What follows belongs to an exercise in optimizing a design on an open flow for small area; a production flow would make more cautious choices.
Function was checked by simulation only, so behaviour that the tests miss may differ from the original.
Power figures rest on the tool's default switching activity, not on a simulated workload.

## aba_energy
module aba_energy (
    input  wire               clk,
    input  wire               rst,
    input  wire               run,
    input  wire               tick,
    input  wire signed [47:0] p1,
    input  wire signed [47:0] p2,
    input  wire signed [47:0] p3,
    input  wire        [47:0] s1,
    input  wire        [47:0] s2,
    input  wire        [47:0] s3,
    input  wire        [39:0] kp1,
    input  wire        [39:0] kp2,
    input  wire        [39:0] kp3,
    input  wire        [47:0] creep_thr,
    input  wire               wr_en,
    input  wire        [2:0]  wr_sel,
    input  wire        [63:0] wr_data,
    input  wire        [2:0]  rd_sel,
    output wire        [63:0] rd_count,
    output wire        [3:0]  dir
);
For scale: ~2,800 cells after synthesis, about 600 I/O pins, ~43,000 sq um of cells after synthesis.
==> flow/config.mk <==
export PLATFORM = sky130hd
export DESIGN_NAME = aba_energy
export DESIGN_NICKNAME = aba_energy
export VERILOG_FILES = /design/flow/design.v
export SDC_FILE = /design/flow/constraint.sdc
export NUM_CORES = 4
export LEC_CHECK = 0
export CAP_MARGIN = 20
export CORE_MARGIN = 2
export CORE_UTILIZATION = 30
export CTS_BUF_LIST = sky130_fd_sc_hd__clkbuf_4
export SLEW_MARGIN = 20
==> flow/constraint.sdc <==
create_clock -name core_clock -period 20.0 [get_ports {clk}]
set_input_delay 4.0000 -clock core_clock [delete_from_list [all_inputs] [get_ports {clk}]]
set_output_delay 4.0000 -clock core_clock [all_outputs]
set_load 0.01 [all_outputs]
standard.sh (not shown) runs the stock make flow with config.mk's settings and CLKGATE_MAP_FILE= SYNTH_SCRIPT=/design/flow/synth_recipe.tcl, a recipe that flattens the netlist after the stock synthesis.
==> flow/flow/run.sh <==
#!/bin/bash
# Layout flow: the standard ORFS flow (standard.sh), with two changes:
#  - synthesis: the technology mapping of the combinational logic by ABC
#    uses an area-oriented script (flow/abc_area.script) instead of ORFS's
#    speed script; registers, their names and cells, flattening and
#    renaming are those of the standard synthesis;
#  - placement: every input and output port still gets its own buffer,
#    but a plain sky130_fd_sc_hd__buf_1 instead of the default cell.
# Floorplan, placement, CTS and routing are otherwise the standard flow.
set -euo pipefail
W=$(cd "$(dirname "$0")/.." && pwd)
cat > "$W/area_synth.tcl" <<EOT
proc abc {args} {
  set i [lsearch \$args -script]
  if {\$i >= 0} { lset args [expr {\$i + 1}] {$W/flow/abc_area.script} }
  yosys abc {*}\$args
}
source {$W/synth_recipe.tcl}
EOT
sed "s#SYNTH_SCRIPT=[^ ]*#SYNTH_SCRIPT=$W/area_synth.tcl#" "$W/standard.sh" > "$W/area_standard.sh"
grep -q "SYNTH_SCRIPT=$W/area_synth.tcl" "$W/area_standard.sh"
export BUFFER_PORTS_ARGS="-buffer_cell sky130_fd_sc_hd__buf_1"
bash "$W/area_standard.sh" > "$W/flow_make.log" 2>&1
==> flow/flow/abc_area.script <==
strash
&get -n
&fraig -x
&put
scorr
dc2
strash
&get -n
&dch -f
&nf -a
&put
The first run finished with timing, DRC and antenna clean.
Change:
==> flow/run.sh (new file) <==
#!/bin/bash
# synth_recipe.tcl (not shown) runs the flow's synth.tcl, then flattens the netlist and writes it again
# the make line also repeats each setting of config.mk as NAME=value (left out here)
make -C /OpenROAD-flow-scripts/flow DESIGN_CONFIG=/design/flow/config.mk WORK_HOME=/design/flow/orfs CLKGATE_MAP_FILE= SYNTH_SCRIPT=/design/flow/synth_recipe.tcl finish
--- a/flow/config.mk
+++ b/flow/config.mk
@@ -11 +10,0 @@
-export CTS_BUF_LIST = sky130_fd_sc_hd__clkbuf_4
removed: flow/flow/run.sh
removed: flow/flow/abc_area.script
removed: flow/standard.sh
Sequential cell count does not change.
Die area came out higher by about 4.4%.
Synthesized cell count came out higher by about 15%.
Wire length came out higher by 4.3%.
Sequential share of layout area came out lower by 5.4 points.
Power came out higher by 4.5%.
Critical path depth came out lower by 1.
Final cell count came out higher by about 1.2%.
Change:
==> flow/flow/run.sh (new file) <==
#!/bin/bash
# Layout flow: the standard ORFS flow (standard.sh), with one change to
# synthesis: the technology mapping of the combinational logic by ABC uses
# an area-oriented script (flow/abc_area.script) instead of ORFS's speed
# script. Everything else (registers, their names and cells, flattening,
# renaming, floorplan, placement, CTS, routing) is the standard flow.
set -euo pipefail
W=$(cd "$(dirname "$0")/.." && pwd)
cat > "$W/area_synth.tcl" <<EOT
proc abc {args} {
  set i [lsearch \$args -script]
  if {\$i >= 0} { lset args [expr {\$i + 1}] {$W/flow/abc_area.script} }
  yosys abc {*}\$args
}
source {$W/synth_recipe.tcl}
EOT
sed "s#SYNTH_SCRIPT=[^ ]*#SYNTH_SCRIPT=$W/area_synth.tcl#" "$W/standard.sh" > "$W/area_standard.sh"
grep -q "SYNTH_SCRIPT=$W/area_synth.tcl" "$W/area_standard.sh"
bash "$W/area_standard.sh" > "$W/flow_make.log" 2>&1
==> flow/flow/abc_area.script (new file) <==
strash
&get -n
&fraig -x
&put
scorr
dc2
strash
&get -n
&dch -f
&nf -a
&put
==> flow/standard.sh (new file) <==
#!/bin/bash
# synth_recipe.tcl (not shown) runs the flow's synth.tcl, then flattens the netlist and writes it again
# the make line also repeats each setting of config.mk as NAME=value (left out here)
make -C /OpenROAD-flow-scripts/flow DESIGN_CONFIG=/design/flow/config.mk WORK_HOME=/design/flow/orfs CLKGATE_MAP_FILE= SYNTH_SCRIPT=/design/flow/synth_recipe.tcl "${@:-finish}"
removed: flow/run.sh
Outcome: The new run ran to the end with no violations; final cell count shrinks by 6.6%; total power shrinks by 0.62%; global-route usage shrinks by 0.28 points.

---

aba_energy, a different RTL version from the one above (not shown whole).
Size in the first run: roughly 1,100 flip-flops, ~43,000 sq um of cells after synthesis.
export LEC_CHECK = 0
export CAP_MARGIN = 0
export CORE_MARGIN = 2
export CORE_UTILIZATION = 60
export CTS_BUF_LIST = sky130_fd_sc_hd__clkbuf_8
export SLEW_MARGIN = 0
create_clock -name core_clock -period 20.0 [get_ports {clk}]
==> flow/flow/run.sh <==
#!/bin/bash
# Layout flow: the standard ORFS flow (standard.sh), with two changes:
#  - synthesis: the technology mapping of the combinational logic by ABC
#    uses an area-oriented script (flow/abc_area.script) instead of ORFS's
#    speed script; registers, their names and cells, flattening and
#    renaming are those of the standard synthesis;
#  - placement: every input and output port still gets its own buffer,
#    but a plain sky130_fd_sc_hd__buf_1 instead of the default cell;
#  - CTS: no dummy loads; leaf clusters and buffer as set below.
# Floorplan, placement, CTS and routing are otherwise the standard flow.
set -euo pipefail
W=$(cd "$(dirname "$0")/.." && pwd)
cat > "$W/area_synth.tcl" <<EOT
proc abc {args} {
  set i [lsearch \$args -script]
  if {\$i >= 0} { lset args [expr {\$i + 1}] {$W/flow/abc_area.script} }
  yosys abc {*}\$args
}
source {$W/synth_recipe.tcl}
EOT
sed "s#SYNTH_SCRIPT=[^ ]*#SYNTH_SCRIPT=$W/area_synth.tcl#" "$W/standard.sh" > "$W/area_standard.sh"
grep -q "SYNTH_SCRIPT=$W/area_synth.tcl" "$W/area_standard.sh"
export BUFFER_PORTS_ARGS="-buffer_cell sky130_fd_sc_hd__buf_1"
export CTS_ARGS="-sink_clustering_enable -repair_clock_nets -dont_use_dummy_load -buf_list sky130_fd_sc_hd__clkbuf_8 -sink_clustering_size 20 -sink_clustering_max_diameter 60"
bash "$W/area_standard.sh" > "$W/flow_make.log" 2>&1
==> flow/flow/abc_area.script <==
strash
&get -n
&fraig -x
&put
scorr
dc2
strash
&get -n
&dch -f
&nf -a
&put
==> next run, changes <==
--- a/flow/flow/run.sh
+++ b/flow/flow/run.sh
@@ -23,3 +23,3 @@
 export BUFFER_PORTS_ARGS="-buffer_cell sky130_fd_sc_hd__buf_1"
-export CTS_ARGS="-sink_clustering_enable -repair_clock_nets -dont_use_dummy_load -buf_list sky130_fd_sc_hd__clkbuf_8 -sink_clustering_size 20 -sink_clustering_max_diameter 60"
+export CTS_ARGS="-sink_clustering_enable -repair_clock_nets -dont_use_dummy_load -buf_list sky130_fd_sc_hd__clkbuf_4 -sink_clustering_size 10 -sink_clustering_max_diameter 40"
 bash "$W/area_standard.sh" > "$W/flow_make.log" 2>&1
Settings changed: CTS_BUF_LIST sky130_fd_sc_hd__clkbuf_8 to sky130_fd_sc_hd__clkbuf_4.
Outcome: Setup slack gets better by 23 ps; total power grows by 1.1%; design area hardly moves; via count rises by 2.0%; critical path depth does not change; global-route usage increases by 0.48 points; count of clock-buffer cells in the layout goes up by 76.
==> next run, changes <==
Settings changed: CORE_UTILIZATION 60 to 70.
- critical path depth came out lower by 2
- global-route usage is higher by 5.2 points
- sequential share of layout area grows by 0.36 points
- die area shrinks by 14%
- wire length decreases by 0.76%
- power is lower by 0.37%
==> next run, changes <==
--- a/flow/flow/run.sh
+++ b/flow/flow/run.sh
@@ -23,3 +23,3 @@
 export BUFFER_PORTS_ARGS="-buffer_cell sky130_fd_sc_hd__buf_1"
-export CTS_ARGS="-sink_clustering_enable -repair_clock_nets -dont_use_dummy_load -buf_list sky130_fd_sc_hd__clkbuf_4 -sink_clustering_size 10 -sink_clustering_max_diameter 40"
+export CTS_ARGS="-sink_clustering_enable -repair_clock_nets -dont_use_dummy_load -buf_list sky130_fd_sc_hd__clkbuf_8 -sink_clustering_size 16 -sink_clustering_max_diameter 45"
 bash "$W/area_standard.sh" > "$W/flow_make.log" 2>&1
Settings changed: CORE_UTILIZATION 70 to 60, CTS_BUF_LIST sky130_fd_sc_hd__clkbuf_4 to sky130_fd_sc_hd__clkbuf_8.
After rerunning: The changed run completed with no timing, DRC or antenna violations; clock-buffer cell count is lower by 25; cell area is higher by 1.6%; worst setup slack is better by 33 ps; total power is higher by 4.8%; die area is higher by about 16%; utilization is lower by 10 points; global-route usage is lower by 5.5 points; clock skew is higher by 21 ps.

---

aba_energy, a different RTL version from the one above (not shown whole).
For scale: about 2700 cells after synthesis, ~1100 flip-flops, roughly 600 I/O pins, ~0.042 sq mm of cells after synthesis.
clock: 20.0 ns
lec_check: 0
cap_margin: 0
core_margin: 2
core_utilization: 70
cts_buf_list: sky130_fd_sc_hd__clkbuf_4
gpl_timing_driven: 0
slew_margin: 0
==> flow/flow/run.sh <==
#!/bin/bash
# Layout flow: the standard ORFS flow (standard.sh), with two changes:
#  - synthesis: the technology mapping of the combinational logic by ABC
#    uses an area-oriented script (flow/abc_area.script) instead of ORFS's
#    speed script; registers, their names and cells, flattening and
#    renaming are those of the standard synthesis;
#  - placement: every input and output port still gets its own buffer,
#    but a plain sky130_fd_sc_hd__buf_1 instead of the default cell;
#  - CTS: no dummy loads; leaf clusters and buffer as set below.
# Floorplan, placement, CTS and routing are otherwise the standard flow.
set -euo pipefail
W=$(cd "$(dirname "$0")/.." && pwd)
cat > "$W/area_synth.tcl" <<EOT
proc abc {args} {
  set i [lsearch \$args -script]
  if {\$i >= 0} { lset args [expr {\$i + 1}] {$W/flow/abc_area.script} }
  yosys abc {*}\$args
}
source {$W/synth_recipe.tcl}
EOT
sed "s#SYNTH_SCRIPT=[^ ]*#SYNTH_SCRIPT=$W/area_synth.tcl#" "$W/standard.sh" > "$W/area_standard.sh"
grep -q "SYNTH_SCRIPT=$W/area_synth.tcl" "$W/area_standard.sh"
export BUFFER_PORTS_ARGS="-buffer_cell sky130_fd_sc_hd__buf_1"
export CTS_ARGS="-sink_clustering_enable -repair_clock_nets -dont_use_dummy_load -buf_list sky130_fd_sc_hd__clkbuf_4 -sink_clustering_size 10 -sink_clustering_max_diameter 40"
bash "$W/area_standard.sh" > "$W/flow_make.log" 2>&1
Scripts as last shown in full above: flow/flow/abc_area.script
The first run completed without violations.
Next try:
- GPL_TIMING_DRIVEN: 0 -> unset
After rerunning: The changed run completed with no timing, DRC or antenna violations. Area after synthesis stays the same. Cell count is lower slightly. Sequential share of layout area is higher by 1.3 points. Synthesized cell count stays the same. Worst hold slack improved by 0.022 ns. Total power is lower slightly.

what the ideal ports hide:
The results above use ideal ports. As a check the final layouts listed here were re-extracted and re-timed, cells and wires unchanged. Step 1, drivers: a clkbuf_16 drives clk and a buf_2 each remaining input, both assumed. Step 2, shift: input delay + t, output delay - t, t = (earliest + latest rising clock arrival at the registers) / 2. This alone moves slack from input paths to output paths. a / b / c = ideal / step 1 / step 2; a / b = the first two.
run	t, ns	setup slack, ns	worst setup path at the end	worst slew at a driven data input, ns	cell pins on the clock port's net
the first run of note 1	1.255	1.980 / 1.980 / 1.980	register to register	0.18	1
the second run of note 1	0.811	2.011 / 2.011 / 2.011	register to register	0.18	1
the third run of note 1	0.811	1.838 / 1.838 / 1.838	register to register	0.20	1
the first run of note 2	0.743	1.448 / 1.448 / 0.964	input to register	0.17	1
the second run of note 2	1.040	1.472 / 1.472 / 0.936	input to register	0.16	1
the third run of note 2	1.030	1.453 / 1.453 / 0.826	input to register	0.12	1
the fourth run of note 2	0.770	1.486 / 1.486 / 0.983	input to register	0.16	1
the first run of note 3	1.052	0.594 / 0.594 / 0.009	input to register	0.20	1
the second run of note 3	1.042	1.597 / 1.597 / 1.480	input to register	0.20	1
After both steps setup and hold are still met in every run listed. The setup slack of the third run of note 2, which loses most, moves by 0.000 ns with the drivers and by -0.627 ns with both steps.
